Background: an optimization exercise with open tools, aiming at small area, a short achievable clock period and few clock cycles. Do not read the settings as production practice. Function was not checked in any run shown here: the RTL went through the layout flow alone. Power and IR drop assume default switching activity.

`flow/config.mk`:
```
export PLATFORM = sky130hd
export DESIGN_NAME = pvc_decoder
export DESIGN_NICKNAME = pvc_decoder
export VERILOG_FILES = /design/flow/design.v
export SDC_FILE = /design/flow/constraint.sdc
export NUM_CORES = 4
export LEC_CHECK = 0
export ABC_AREA = 1
export CAP_MARGIN = 20
export CORE_MARGIN = 2
export CORE_UTILIZATION = 40
export CTS_CLUSTER_DIAMETER = 250
export CTS_CLUSTER_SIZE = 18
export SLEW_MARGIN = 20
export SYNTH_HIERARCHICAL = 1
export TNS_END_PERCENT = 5
```
`flow/constraint.sdc`:
```
create_clock -name core_clock -period 12.0 [get_ports {clk}]
set_input_delay 2.4000 -clock core_clock [delete_from_list [all_inputs] [get_ports {clk}]]
set_output_delay 2.4000 -clock core_clock [all_outputs]
set_load 0.01 [all_outputs]
```
`flow/design.v`:
```
module pvc_sel #(parameter W = 1) (
    input  wire         s,
    input  wire [W-1:0] a,       
    input  wire [W-1:0] b,       
    output wire [W-1:0] y
);
    assign y = s ? a : b;
endmodule
module pvc_decoder (
    input  wire        clk,
    input  wire        rst,
    input  wire        s_valid,
    output wire        s_ready,
    input  wire [19:0] s_last,
    input  wire [19:0] s_desc,
    input  wire        s_eob,
    input  wire [13:0] s_bits,
    input  wire        b_valid,
    output wire        b_ready,
    input  wire [19:0] b_data,
    output reg         r_valid,
    output reg  [19:0] r_value,
    output reg         v_valid,
    output reg         v_ok,
    output wire [13:0] v_used
);
    reg        dfull;           
    reg [2:0]  dmode;
    reg [3:0]  dq;
    reg        disd;            
    reg [4:0]  dw1;             
    reg [5:0]  dkb;             
    reg [19:0] dlast;
    reg        deob;
    reg        dfirst;          
    reg        nfirst;          
    reg        gd, gn;          
    reg        sr;              
    reg        blk;             
    reg [13:0] brem;
    reg [2:0]  ib;
    reg        past;            
    reg        drain;           
    reg [19:0] s0, s1, s2;
    reg [2:0]  v;
    reg [4:0]  p;               
    reg [19:0] ph;              
    reg        vvalid;
    reg [19:0] vy;              
    reg [19:0] vlast;
    reg [3:0]  vsh;             
    reg        vadd;            
    reg        vkeep;           
    reg        veob;
    reg [4:0]  vw;
    reg        vok;
    reg        vfirst;
    reg [13:0] acc;
    assign s_ready = sr && blk;
    assign b_ready = !v[2];
    assign v_used  = acc;
    wire take   = s_valid && s_ready;
    wire arrive = b_valid && !v[2];
    wire g      = disd ? gd : gn;
    wire dec    = dfull && g;
    wire [59:0] win = {ib[2] ? s2 : 20'd0, ib[1] ? s1 : 20'd0, ib[0] ? s0 : 20'd0};
    wire [38:0] xa = p[4] ? {12'd0, win[42:16]} : win[38:0];
    wire [30:0] xb = p[3] ? xa[38:8] : xa[30:0];
    wire [26:0] xc = p[2] ? xb[30:4] : xb[26:0];
    wire [24:0] xd = p[1] ? xc[26:2] : xc[24:0];
    wire [23:0] x  = p[0] ? xd[24:1] : xd[23:0];
    wire       isp = (dmode == 3'd3) || (dmode == 3'd4);    
    wire [22:0] wl = {s1[2:0] & {3{ib[1]}}, s0};
    wire [3:0]  L;
    genvar gx, gj;
    generate for (gx = 0; gx < 4; gx = gx + 1) begin : g_l
        wire [19:0] t;
        for (gj = 0; gj < 20; gj = gj + 1) begin : g_j
            assign t[gj] = ph[gj] & wl[gj + gx];
        end
        assign L[gx] = ib[0] & (|t);
    end endgenerate
    wire       P = L[0];
    wire       isp0 = (dmode == 3'd3) || (dmode == 3'd4);
    wire [4:0] w1 = dw1;
    wire [4:0] w0 = isp0 ? 5'd1 : dw1;
    wire [4:0] w = disd ? ((L == 4'd0) ? 5'd24 : {1'b0, L} + 5'd4) : (P ? w1 : w0);
    function [7:0] stepv(input [5:0] ss);
        reg [5:0] t;
        begin
            if (ss >= 6'd40)      begin t = ss - 6'd40; stepv = {2'd2, t[4:0], t[4:0] >= 5'd17}; end
            else if (ss >= 6'd20) begin t = ss - 6'd20; stepv = {2'd1, t[4:0], t[4:0] >= 5'd17}; end
            else                                        stepv = {2'd0, ss[4:0], ss[4:0] >= 5'd17};
        end
    endfunction
    wire [7:0] stx  = {2'd1, p, p >= 5'd17};
    wire [7:0] sti  = (p == 5'd19) ? 8'b01_00000_0 : {2'd0, p + 5'd1, p >= 5'd16};
    wire [7:0] stdb = {sti[7:6] + 2'd1, sti[5:0]};
    wire [5:0] swa  = {1'b0, p} + {1'b0, dw1};
    wire [5:0] swb  = {1'b0, p} + dkb;
    wire [7:0] stw  = (dw1 == 5'd21 && p == 5'd19) ? 8'b10_00000_0 :
                      swb[5] ? {2'd1, swb[4:0], swb[4:0] >= 5'd17} : {2'd0, swa[4:0], swa[4:0] >= 5'd17};
    reg  [7:0] st1, st0;
    always @* begin
        case (dmode)
            3'd0:    begin st1 = stx;  st0 = stx; end
            3'd2:    begin st1 = stw;  st0 = stw; end
            3'd3:    begin st1 = stdb; st0 = sti; end
            default: begin st1 = stw;  st0 = sti; end
        endcase
    end
    wire [4:0] u    = p + 5'd4;                               
    wire [7:0] st24 = p[4] ? {2'd2, 1'b0, p[3:0], 1'b0} : {2'd1, u, p >= 5'd13};
    wire [4:0] ub = {~p[4], p[3:0]};
    wire [3:0] ug = u[3:0] & L, ut = u[3:0] ^ L;
    wire [3:0] bg = p[3:0] & L, bt = p[3:0] ^ L;
    wire ua1 = ug[0];
    wire ua2 = ug[1] | ut[1] & ug[0];
    wire ua3 = ug[2] | ut[2] & ug[1] | ut[2] & ut[1] & ug[0];
    wire ua4 = ug[3] | ut[3] & ug[2] | ut[3] & ut[2] & ug[1] | ut[3] & ut[2] & ut[1] & ug[0];
    wire ba1 = bg[0];
    wire ba2 = bg[1] | bt[1] & bg[0];
    wire ba3 = bg[2] | bt[2] & bg[1] | bt[2] & bt[1] & bg[0];
    wire ba4 = bg[3] | bt[3] & bg[2] | bt[3] & bt[2] & bg[1] | bt[3] & bt[2] & bt[1] & bg[0];
    wire [4:0] sa = {u[4] ^ ua4, ut ^ {ua3, ua2, ua1, 1'b0}};        
    wire [4:0] sb = {ub[4] ^ ba4, bt ^ {ba3, ba2, ba1, 1'b0}};       
    wire ge20 = p[4] | ba4;                                           
    wire [7:0] std = (L == 4'd0) ? st24 :
                     ge20 ? {2'd1, sb, sb >= 5'd17} : {2'd0, sa, sa >= 5'd17};
    wire [7:0] st  = disd ? std : (P ? st1 : st0);
    wire [1:0] A   = st[7:6];
    wire [4:0] pw  = st[5:1];
    wire       phi = st[0];
    wire        bhi = |brem[13:6];
    wire [6:0]  tb  = {1'b0, brem[5:0]} - {2'b0, p};    
    wire s_gt = !bhi && ($signed(tb) < $signed({2'b0, w}));
    wire s_eq = !bhi && (tb == {2'b0, w});
    wire [14:0] dmask;
    generate for (gx = 0; gx < 15; gx = gx + 1) begin : g_mask
        assign dmask[gx] = (L > gx);
    end endgenerate
    wire [15:0] dsx  = {x[18:4], 1'b0};
    wire        dsgn = dsx[L];
    wire [19:0] dext = {{5{dsgn}}, (x[18:4] & dmask) | ({15{dsgn}} & ~dmask)};
    wire [19:0] y    = disd ? ((L == 4'd0) ? x[23:4] : dext) : (isp ? x[20:1] : x[19:0]);
    reg [4:0] w1_in;
    always @* begin
        case (s_desc[19:17])
            3'd0:    w1_in = 5'd20;
            3'd2:    w1_in = 5'd20 - {1'b0, s_desc[15:12]};
            3'd3:    w1_in = 5'd21;
            default: w1_in = 5'd21 - {1'b0, s_desc[15:12]};
        endcase
    end
    wire ib3 = bhi || (brem[5:0] > 6'd60);
    wire ib4 = |brem[13:7] || (brem[6:0] > 7'd80);
    wire [4:0] ibx = {ib4, ib3, ib};
    wire [1:0] nib = ib[2] ? 2'd3 : ib[1] ? 2'd2 : ib[0] ? 2'd1 : 2'd0;
    wire [1:0] deo = ib[1] ? 2'd2 : ib[0] ? 2'd1 : 2'd0;     
    reg [1:0] d;
    always @* begin
        d = 2'd0;
        if (drain)
            d = (v[0] && ib[0]) ? 2'd1 : 2'd0;
        else if (dec)
            d = deob ? deo : (A != 2'd0 && ib[0]) ? ((A == 2'd2 && ib[1]) ? 2'd2 : 2'd1) : 2'd0;
    end
    wire [2:0] v_sh  = (d == 2'd0) ? v : (d == 2'd1) ? {1'b0, v[2:1]} : {2'b00, v[2]};
    wire [2:0] v_nxt;
    pvc_sel #(3) u_v (.s(arrive), .a({v_sh[1:0], 1'b1}), .b(v_sh), .y(v_nxt));
    wire ctx = s_ready && nfirst;
    wire [13:0] bsub = (d == 2'd0) ? brem :
                       (d == 2'd1) ? (ib[1] ? brem - 14'd20 : 14'd0) :
                                     (ib[2] ? brem - 14'd40 : 14'd0);
    wire [2:0] ibsub = (d == 2'd0) ? ib : (d == 2'd1) ? ibx[3:1] : ibx[4:2];
    wire [2:0] ibnew = {s_bits > 14'd40, s_bits > 14'd20, s_bits != 14'd0};
    wire drain_nxt = dec ? (deob && ib[2]) : (drain && (d == 2'd1 ? ib[1] : ib[0]));
    wire [4:0] p_nxt = dec ? (deob ? 5'd0 : pw) : p;
    wire [19:0] ph_nxt = 20'd1 << p_nxt;
    wire dfull_nxt = take || (dfull && !dec);
    wire deob_nxt  = sr ? s_eob : deob;
    wire [2:0] vs0 = v_sh;
    wire [2:0] vs1 = (d == 2'd0) ? {v[1:0], 1'b1} : (d == 2'd1) ? {1'b0, v[1], 1'b1} : 3'b001;
    wire [1:0] nva   = v[2] ? 2'd3 : v[1] ? 2'd2 : v[0] ? 2'd1 : 2'd0;
    wire       allk0 = !ibx[{1'b0, nva}];
    wire       allk1 = !ibx[{1'b0, nva} + 3'd1];
    function [1:0] gnext(input [2:0] vn, input allk);    
        reg alls;
        begin
            alls = !ctx && allk;
            if (drain_nxt)
                gnext = 2'b00;
            else if (dec && deob)                         
                gnext = {vn[1], vn[1]};
            else if (dec)
                gnext = {allk || vn[2] || (vn[1] && !phi), allk || vn[1]};
            else
                gnext = {alls || vn[2] || (vn[1] && p < 5'd17), alls || vn[1]};
        end
    endfunction
    wire [1:0] g0 = gnext(vs0, allk0);
    wire [1:0] g1 = gnext(vs1, allk1);
    wire [1:0] g_nxt;
    pvc_sel #(2) u_g (.s(arrive), .a(g1), .b(g0), .y(g_nxt));
    wire gd_nxt = g_nxt[1];
    wire gn_nxt = g_nxt[0];
    wire [2:0] gib  = ctx ? 3'b111 : ibsub;
    wire isd_new    = (s_desc[19:17] == 3'd1);
    wire dstay      = dfull && !dec;
    wire seld;                        
    pvc_sel u_seld (.s(take), .a(isd_new), .b(disd), .y(seld));
    wire g_sel;
    pvc_sel u_gsel (.s(seld), .a(gd_nxt), .b(gn_nxt), .y(g_sel));
    wire sr_nxt  = g_sel || (!take && !dstay);
    wire blk_nxt = !drain_nxt && !(take ? s_eob && gib[2] : dstay && deob && gib[2]);
    wire [19:0] z = vy << vsh;
    wire [19:0] r = vadd ? vlast + vy : vkeep ? vlast : z;
    always @(posedge clk) begin
        if (rst) begin
            dfull   <= 1'b0;
            nfirst  <= 1'b1;
            gd      <= 1'b0;
            gn      <= 1'b0;
            sr      <= 1'b1;
            blk     <= 1'b1;
            v       <= 3'd0;
            p       <= 5'd0;
            ph      <= 20'd1;
            drain   <= 1'b0;
            vvalid  <= 1'b0;
            r_valid <= 1'b0;
            v_valid <= 1'b0;
        end else begin
            dfull   <= dfull_nxt;
            gd      <= gd_nxt;
            gn      <= gn_nxt;
            sr      <= sr_nxt;
            blk     <= blk_nxt;
            v       <= v_nxt;
            p       <= p_nxt;
            ph      <= ph_nxt;
            drain   <= drain_nxt;
            if (take)
                nfirst <= s_eob;
            vvalid  <= dec;
            r_valid <= vvalid;
            v_valid <= vvalid && veob;
        end
        if (s_ready) begin
            dmode  <= s_desc[19:17];
            disd   <= (s_desc[19:17] == 3'd1);
            dw1    <= w1_in;
            dkb    <= {1'b0, w1_in} + 6'd12;
            dq     <= s_desc[15:12];
            dlast  <= s_last;
            deob   <= s_eob;
            dfirst <= nfirst;
        end
        brem <= ctx ? s_bits : bsub;
        ib   <= ctx ? ibnew : ibsub;
        if (ctx)
            past <= 1'b0;
        else if (dec)
            past <= past || s_gt;
        case (d)
            2'd0: begin
                if (!v[0]) s0 <= b_data;
                if (!v[1]) s1 <= b_data;
                if (!v[2]) s2 <= b_data;
            end
            2'd1: begin
                s0 <= v[1] ? s1 : b_data;
                s1 <= v[2] ? s2 : b_data;
                s2 <= b_data;
            end
            default: begin
                s0 <= v[2] ? s2 : b_data;
                s1 <= b_data;
                s2 <= b_data;
            end
        endcase
        vy     <= y;
        vlast  <= dlast;
        vsh    <= (dmode == 3'd2 || dmode == 3'd4) ? dq : 4'd0;
        vadd   <= disd && (L != 4'd0);
        vkeep  <= isp && !P;
        veob   <= deob;
        vw     <= w;
        vok    <= !past && s_eq;
        vfirst <= dfirst;
        r_value <= r;
        v_ok    <= vok;
        acc <= ((vvalid && vfirst) ? 14'd0 : acc) + {9'd0, vw & {5{vvalid}}};
    end
endmodule
```
`flow/flow/run.sh`:
```
#!/bin/bash
set -euo pipefail
export SETUP_SLACK_MARGIN=8
bash standard.sh > standard_flow.log 2>&1
```
`flow/standard.sh`:
```
#!/bin/bash
# synth_recipe.tcl (not shown) runs the flow's synth.tcl, then flattens the netlist and writes it again
# the make line also repeats each setting of config.mk as NAME=value (left out here)
make -C /OpenROAD-flow-scripts/flow DESIGN_CONFIG=/design/flow/config.mk WORK_HOME=/design/flow/orfs CLKGATE_MAP_FILE= SYNTH_SCRIPT=/design/flow/synth_recipe.tcl "${@:-finish}"
```
==> results of run 1 <==
state kept, by name, summed over array words and instances (netlist names), 3 cells and up:
register	cells
s0	20
vsh	4
ib	3
v	3
dw1	5
s1	20
dkb	4
vy	20
dmode	3
dq	4
vw	5
r_value	20
ph	20
vlast	20
dlast	20
acc	14
brem	14
p	5
s2	20
kinds of logic (layout without fill, tap and decap cells):
group | after synthesis | in the layout | synth area share, %
other cells | 1 | 1 | 0.0229
compound gates | 559 | 559 | 20.4
flops | 244 | 244 | 34.3
buf+inv | 357 | 436 | 8.87
xor+xnor | 49 | 49 | 2.62
fa+ha+maj | 73 | 73 | 5.79
simple gates | 1103 | 1110 | 27.4
mux | 10 | 10 | 0.610
synth_stat cells (33+ instances only):
cell type,number
a21oi_1,119
clkbuf_1,59
dfxtp_1,169
edfxtp_1,75
ha_1,68
inv_1,237
nand2_1,713
nand3_1,108
nor2_1,201
o211ai_1,33
o21ai_0,207
o21ai_1,60
critical path: cells and delay by family, from the launching register on:
family	cells	cell delay, ns
simple gates	16	1.81
flops	1	0.36
buf+inv	3	0.46
fa+ha+maj	2	0.54
compound gates	5	0.74
worst max-delay path by stage:
| stage | depth (start not counted) | from | endpoint | slack (ns) |
|---|---|---|---|---|
| 6_report | 26 | ib[1] | sr | 7.96 |
| 5_1_grt | 27 | s0[14] | sr | 7.75 |
| 4_1_cts | 3 | v[2] | b_ready | 7.81 |
| 3_5_place_dp | 18 | ib[1] | ib[0] | 5.36 |
| 3_3_place_gp | 17 | ib[1] | s0[13] | 5.38 |
| 2_1_floorplan | 29 | ib[1] | sr | 8.01 |
metal layers:
metal	vias up	GRT usage (%)
li1	8138	-
met1	7654	34.2
met2	566	40.9
met3	85	2.65
met4	0	6.43
met5	-	0
layout make-up:
cell class,instances,share of cell area (%)
sequential,244,29.9
multi-input combinational,1802,50.6
timing repair inverter,3,0.120
tap,532,3.53
clock buffer,26,2.44
inverter,251,5.31
timing repair buffer,155,8.06
clock inverter,1,0.0465
modules after synthesis (local to each module, per instance), excerpt:
module       area (um2)  flip-flops and latches  times used
pvc_decoder       16300                     244           1
pvc_sel            15.0                       0           2
what timing repair did:
action | in CTS | in global routing
endpoints found under the setup margin | 141 | 113
endpoints found under the hold margin | 0 | 0
pin swaps | 6 | 8
buffers inserted | 15 | 17
cloned | 7 | 5
resized for setup | 33 | 16
through the flow:
step / instances / cell area, um2 / setup slack (ns)
2_1_floorplan: 2396 / 16500 / 8.01
3_3_place_gp: 2943 / 17800 / 5.38
3_5_place_dp: 2943 / 17800 / 5.36
4_1_cts: 2992 / 18600 / 7.81
5_1_grt: 3014 / 18800 / 7.75
6_report: 3014 / 18800 / 7.96
power groups by stage:
stage	logic, mW	registers (mW)	clock network, mW
2_1_floorplan	1.44	1.24	0
3_3_place_gp	1.96	1.32	0
3_5_place_dp	1.97	1.32	0
4_1_cts	2.05	1.29	0.580
5_1_grt	2.38	1.32	0.605
6_report	2.11	1.29	0.562
==> flow_metrics.py, run 1 <==
metrics = {
    "run_status": {
        "outcome": "no timing/DRC/antenna violations",
    },
    "finish": {
        "multi_input_area_um2": 9520,
        "mostFrequentLayoutCell": "nand2_1",
        "drive_gt1_share_pct": 7.13,
        "synthToLayoutAreaGrowth_pct": 14.8,
        "antennaDiodeCount": 0,
        "final_nets": 2626,
        "fillers": 4172,
        "utilization_pct": 46.3,
        "layout_common_cells": "nand2_1 (706), inv_1 (230), o21ai_0 (206)",
        "seqCellArea_um2": 5640,
    },
    "logic_synthesis": {
        "async_flop_share_pct": 0,
        "synth.distinct_cells": 62,
        "synth_area_leader_cell": "dfxtp_1",
        "synth_seq_area_share_pct": 34.3,
        "synth_area_um2": 16400,
        "ys_ff_latch": 244,
        "synth.avg_cell_area_um2": 6.85,
        "synth_edf_count": 75,
        "synth_fp_nets": 2548,
        "ys.flop_type": "dfxtp_1",
        "syn-instance-count": 2396,
        "synth.area.top_cells": "dfxtp_1 (21%), nand2_1 (16%), edfxtp_1 (14%)",
        "synth_top_area_share_pct": 20.6,
        "ys_warn_count": 7,
    },
    "route": {
        "wl_met1_um": 24300,
        "routed-wl-met2_um": 24500,
        "post_drt_wl_per_cell_um": 17.7,
        "drcViolationCount": 0,
        "top_layer": "met4",
        "viasPerCell": 5.46,
        "wl_met3_um": 3350,
        "wl_um": 53500,
        "drtIter0Drc": 1473,
        "vias": 16443,
        "ant_nets": 0,
        "drt_pass1_iterations": 6,
    },
    "clock_tree": {
        "cts_num_sinks": 244,
        "cts_max_path_buffers": 3,
        "htree_levels": 1,
        "clk_pin_slew_ns": 0.09,
        "cts_root_buffer": "clkbuf_16",
        "numCtsBuffers": 17,
        "cts_tree": "built",
        "hold_buffers": 0,
        "clkLatencyLatePin_ns": 0.52,
    },
    "place": {
        "place_congestion": 0.967,
        "hpwl_um": 38600,
        "port_buffers": 104,
    },
    "sta": {
        "holdWs_ns": 0.335,
        "fmax_mhz": 248,
        "relSlewSlack_pct": 40.7,
        "finalSetupTns_ns": 0,
        "slew_violations": 0,
        "fin_crit_ns": 4.04,
        "finClkSkew_ns": 0.0290,
        "final_hold_viol_count": 0,
        "worst_pin_slew_ns": 0.888,
        "rsz0062_at_grt": "yes",
        "setup_viol": 0,
        "period_share_pct": 33.7,
    },
    "min_path": {
        "hp-class": "flop to flop",
        "worstHoldStart": "vok",
        "hold_depth": 0,
        "worstHoldEndpoint": "v_ok",
    },
    "power": {
        "p_sw_mw": 1.82,
        "leakage_nw": 8.36,
        "clkPwrFrac_pct": 14.2,
        "ir_worst_vdd_uv": 114,
        "switching_share_pct": 46.0,
        "combPwrFrac_pct": 53.3,
        "internal_power_mw": 2.14,
        "power_mw": 3.97,
        "power.density_nw_per_um2": 211,
        "p_seq_share_pct": 32.5,
    },
    "global_routing": {
        "grt_pass1_wl_um": 82700,
        "grt_usage_pct": 24.7,
        "grt_max_degree": 46,
        "antenna_found_initial": 0,
        "overflow": 0,
        "grt_pass1_vias": 15101,
    },
    "critical_path": {
        "r2r_end": "sr",
        "r2r_start": "ib[1]",
        "worst_ep_required_time_ns": 12.41,
        "endpoint_kind": "flop",
        "r2r_slack_ns": 7.96,
        "cp.arrival_ns": 4.45,
        "cp_common_cell": "nand2_1",
        "reg2regPathDepth": 26,
        "crit_type": "flop to flop",
        "worstPathMaxFanout": 9,
        "cpPeakStageDelay_ns": 0.36,
        "crit_slowest_cell": "edfxtp_1",
        "start_kind": "flop",
    },
    "floorplanning": {
        "core_area_um2": 40600,
        "start_util_pct": 40.4,
        "num_io_pins": 118,
        "dieWidth_um": 207,
        "die_h_um": 207,
        "rows": 74,
        "die_area_um2": 42700,
    },
    "run": {
        "cap_violations": 0,
    },
}
==> run 2, diff against run 1 <==
--- a/flow/config.mk
+++ b/flow/config.mk
@@ -9,5 +9,5 @@
 export CAP_MARGIN = 20
 export CORE_MARGIN = 2
-export CORE_UTILIZATION = 40
+export CORE_UTILIZATION = 50
 export CTS_CLUSTER_DIAMETER = 250
 export CTS_CLUSTER_SIZE = 18
==> flow_metrics.py, run 2 <==
metrics = {
    "sta": {
        "worst_pin_slew_ns": 0.923,
        "fin_crit_ns": 4.02,
        "period_share_pct": 33.5,
        "final_hold_viol_count": 0,
        "setup_viol": 0,
        "fmax_mhz": 249,
        "slew_violations": 0,
        "finClkSkew_ns": 0.0433,
        "finalSetupTns_ns": 0,
        "rsz0062_at_grt": "yes",
        "setup_ws_ns": 7.98,
        "relSlewSlack_pct": 38.2,
    },
    "route": {
        "drtIter0Drc": 1369,
        "drt_pass1_iterations": 6,
        "ant_nets": 0,
        "drcViolationCount": 0,
        "post_drt_wl_per_cell_um": 18.1,
        "viasPerCell": 5.65,
        "wl_um": 53300,
        "vias": 16646,
    },
    "power": {
        "ir_worst_vdd_uv": 108,
        "power.density_nw_per_um2": 210,
        "power_mw": 4.01,
        "combPwrFrac_pct": 53.7,
        "internal_power_mw": 2.17,
        "leakage_nw": 8.55,
        "switching_share_pct": 46.0,
        "clkPwrFrac_pct": 14.1,
        "p_sw_mw": 1.85,
        "p_seq_share_pct": 32.2,
    },
    "clock_tree": {
        "cts_max_path_buffers": 3,
        "cts_root_buffer": "clkbuf_16",
        "clkLatencyLatePin_ns": 0.53,
        "hold_buffers": 0,
        "numCtsBuffers": 17,
        "cts_tree": "built",
        "htree_levels": 1,
        "clk_pin_slew_ns": 0.09,
        "cts_num_sinks": 244,
    },
    "logic_synthesis": {
        "synth_xor_area_share_pct": 2.62,
        "synth.avg_cell_area_um2": 6.85,
        "synth.most_common_cell": "nand2_1",
        "yosys.area_share.adder_pct": 5.79,
        "synth_area_um2": 16400,
        "synth_area_leader_cell": "dfxtp_1",
        "muxShareOfSynthArea_pct": 0.610,
        "async_flop_share_pct": 0,
        "ys_ff_latch": 244,
        "synth_compound_area_share_pct": 20.4,
        "synth_edf_count": 75,
        "synth_top_area_share_pct": 20.6,
        "synthSimpleGateAreaFrac_pct": 27.4,
        "synth_seq_area_share_pct": 34.3,
        "yosys-top-cells-count": "nand2_1 (713), inv_1 (237), o21ai_0 (207), nor2_1 (201), dfxtp_1 (169)",
        "ys_warn_count": 7,
        "synth_fp_nets": 2548,
        "synth.area.top_cells": "dfxtp_1 (21%), nand2_1 (16%), edfxtp_1 (14%)",
        "ys.flop_type": "dfxtp_1",
        "synth.distinct_cells": 62,
        "syn-instance-count": 2396,
        "synth_top_family_by_area": "simple AND/OR/NAND/NOR gates",
    },
    "finish": {
        "fillers": 3088,
        "final_nets": 2643,
        "mostFrequentLayoutCell": "nand2_1",
        "drive_gt1_share_pct": 8.47,
        "multi_input_area_um2": 9590,
        "utilization_pct": 58.8,
        "antennaDiodeCount": 0,
        "layout_common_cells": "nand2_1 (700), inv_1 (229), o21ai_0 (203)",
        "seqCellArea_um2": 5640,
        "synthToLayoutAreaGrowth_pct": 16.3,
    },
    "critical_path": {
        "start_kind": "flop",
        "crit_type": "flop to flop",
        "crit_slowest_cell": "edfxtp_1",
        "endpoint_kind": "flop",
        "worstPathMaxFanout": 6,
        "cp.arrival_ns": 4.51,
        "cpPeakStageDelay_ns": 0.52,
        "path_buf_inv": 2,
        "path_delay_family": "simple AND/OR/NAND/NOR gates",
        "worst_ep_required_time_ns": 12.48,
    },
    "global_routing": {
        "grt_pass1_vias": 15121,
        "grt_max_degree": 46,
        "grt_usage_pct": 30.4,
        "grt_pass1_wl_um": 82200,
        "antenna_found_initial": 0,
        "overflow": 0,
    },
    "floorplanning": {
        "core_area_um2": 32500,
        "dieWidth_um": 185,
        "num_io_pins": 118,
        "rows": 66,
        "start_util_pct": 50.6,
        "die_h_um": 185,
        "die_area_um2": 34300,
    },
    "place": {
        "port_buffers": 104,
        "pre_cts_ws_ns": 6.09,
        "place_congestion": 0.957,
        "hpwl_um": 38300,
    },
    "run_status": {
        "outcome": "no timing/DRC/antenna violations",
    },
    "run": {
        "cap_violations": 0,
    },
    "min_path": {
        "hp-class": "flop to flop",
    },
}
-- run 2: timing repair --
action | in CTS | in global routing
endpoints found under the setup margin | 143 | 101
resized for setup | 51 | 36
setup buffers | 30 | 17
gates cloned | 8 | 2
pin swaps | 8 | 24
-- run 2: final cells by class --
class | count | area share, %
multi-input combinational | 1798 | 50.3
sequential | 244 | 29.5
timing repair buffer | 177 | 9.34
inverter | 251 | 5.33
tap | 442 | 2.90
clock buffer | 28 | 2.45
clock inverter | 2 | 0.0918
timing repair inverter | 2 | 0.0721
-- run 2: power by group through the flow --
stage	combinational, mW	sequential, mW	clock, mW
6_report	2.16	1.29	0.565
5_1_grt	2.41	1.31	0.606
4_1_cts	2.10	1.29	0.578
3_5_place_dp	1.98	1.32	0
3_3_place_gp	1.96	1.32	0
2_1_floorplan	1.44	1.24	0
-- run 2: worst register-to-register path: cells and delay by family, from the launching register on --
family,cells,cell delay (ns)
and+or+nand+nor,18,1.72
AOI/OAI and AO/OA,5,1.01
DFF,1,0.52
adders and majority gates,2,0.48
buffers and inverters,2,0.26
-- run 2: logic make-up after synthesis --
kind of cell	count (synthesis)
AO/OA/AOI/OAI	559
XOR/XNOR	49
AND/OR/NAND/NOR	1103
other	1
adder cells (fa/ha/maj)	73
buffers and inverters	357
multiplexers	10
flip-flops	244
-- run 2: per-layer routing --
metal / wire [um] / part of all wire [%] / global-route usage [%]
met4: 2160 / 4.1 / 10.8
met3: 3120 / 5.8 / 3.07
met5: 0 / 0 / 0
met1: 23000 / 43 / 40.1
met2: 25100 / 47 / 51.8
-- run 2: stage by stage --
| step | instance area (um2) | hold WS, ns | instances |
|---|---|---|---|
| final | 19100 | 0.336 | 2944 |
| after detailed placement | 17700 | 0.320 | 2857 |
| after global routing | 19100 | 0.345 | 2944 |
| after global placement | 17700 | 0.313 | 2857 |
| after CTS | 18800 | 0.341 | 2925 |
| after floorplan | 16500 | 0.310 | 2396 |
-- run 2: final timing paths --
kind                              to  slack, ns  startpoint  depth (start not counted)
worst max-delay path              sr       7.98       s0[2]                         27
worst min-delay path            v_ok       0.34         vok                          0
worst max register to register    sr       7.98       s0[2]                         27
worst min register to register  v_ok       0.34         vok                          0
-- run 2: modules after synthesis (local to each module, per instance), excerpt --
| module | cells | flip-flops and latches |
|---|---|---|
| pvc_decoder | 2371 | 244 |
| pvc_sel | 4 | 0 |

==> what the ideal ports hide <==
Ports are ideal in the flow. The routed layouts listed here were re-timed in OpenROAD. Step 1 sets driving cells, clkbuf_16 on the clock port and buf_2 on the other inputs (assumed; they add their load-dependent delay and slew). Step 2, shift: input delay + t, output delay - t, t = (earliest + latest rising clock arrival at the registers) / 2. This alone moves slack from input paths to output paths. Slacks: ideal / step 1 / step 2; pairs: ideal / step 1.
| run | t, ns | setup WS [ns] | worst setup path at the end | worst register clock-pin slew, ns |
|---|---|---|---|---|
| run 1 | 0.566 | 7.961 / 7.908 / 7.591 | input to register | 0.10 / 0.10 |
| run 2 | 0.565 | 7.976 / 7.925 / 7.653 | input to register | 0.09 / 0.09 |
After both steps setup and hold are still met in every run listed. The setup slack of run 1, which loses most, moves by -0.053 ns with the drivers and by -0.370 ns with both steps.
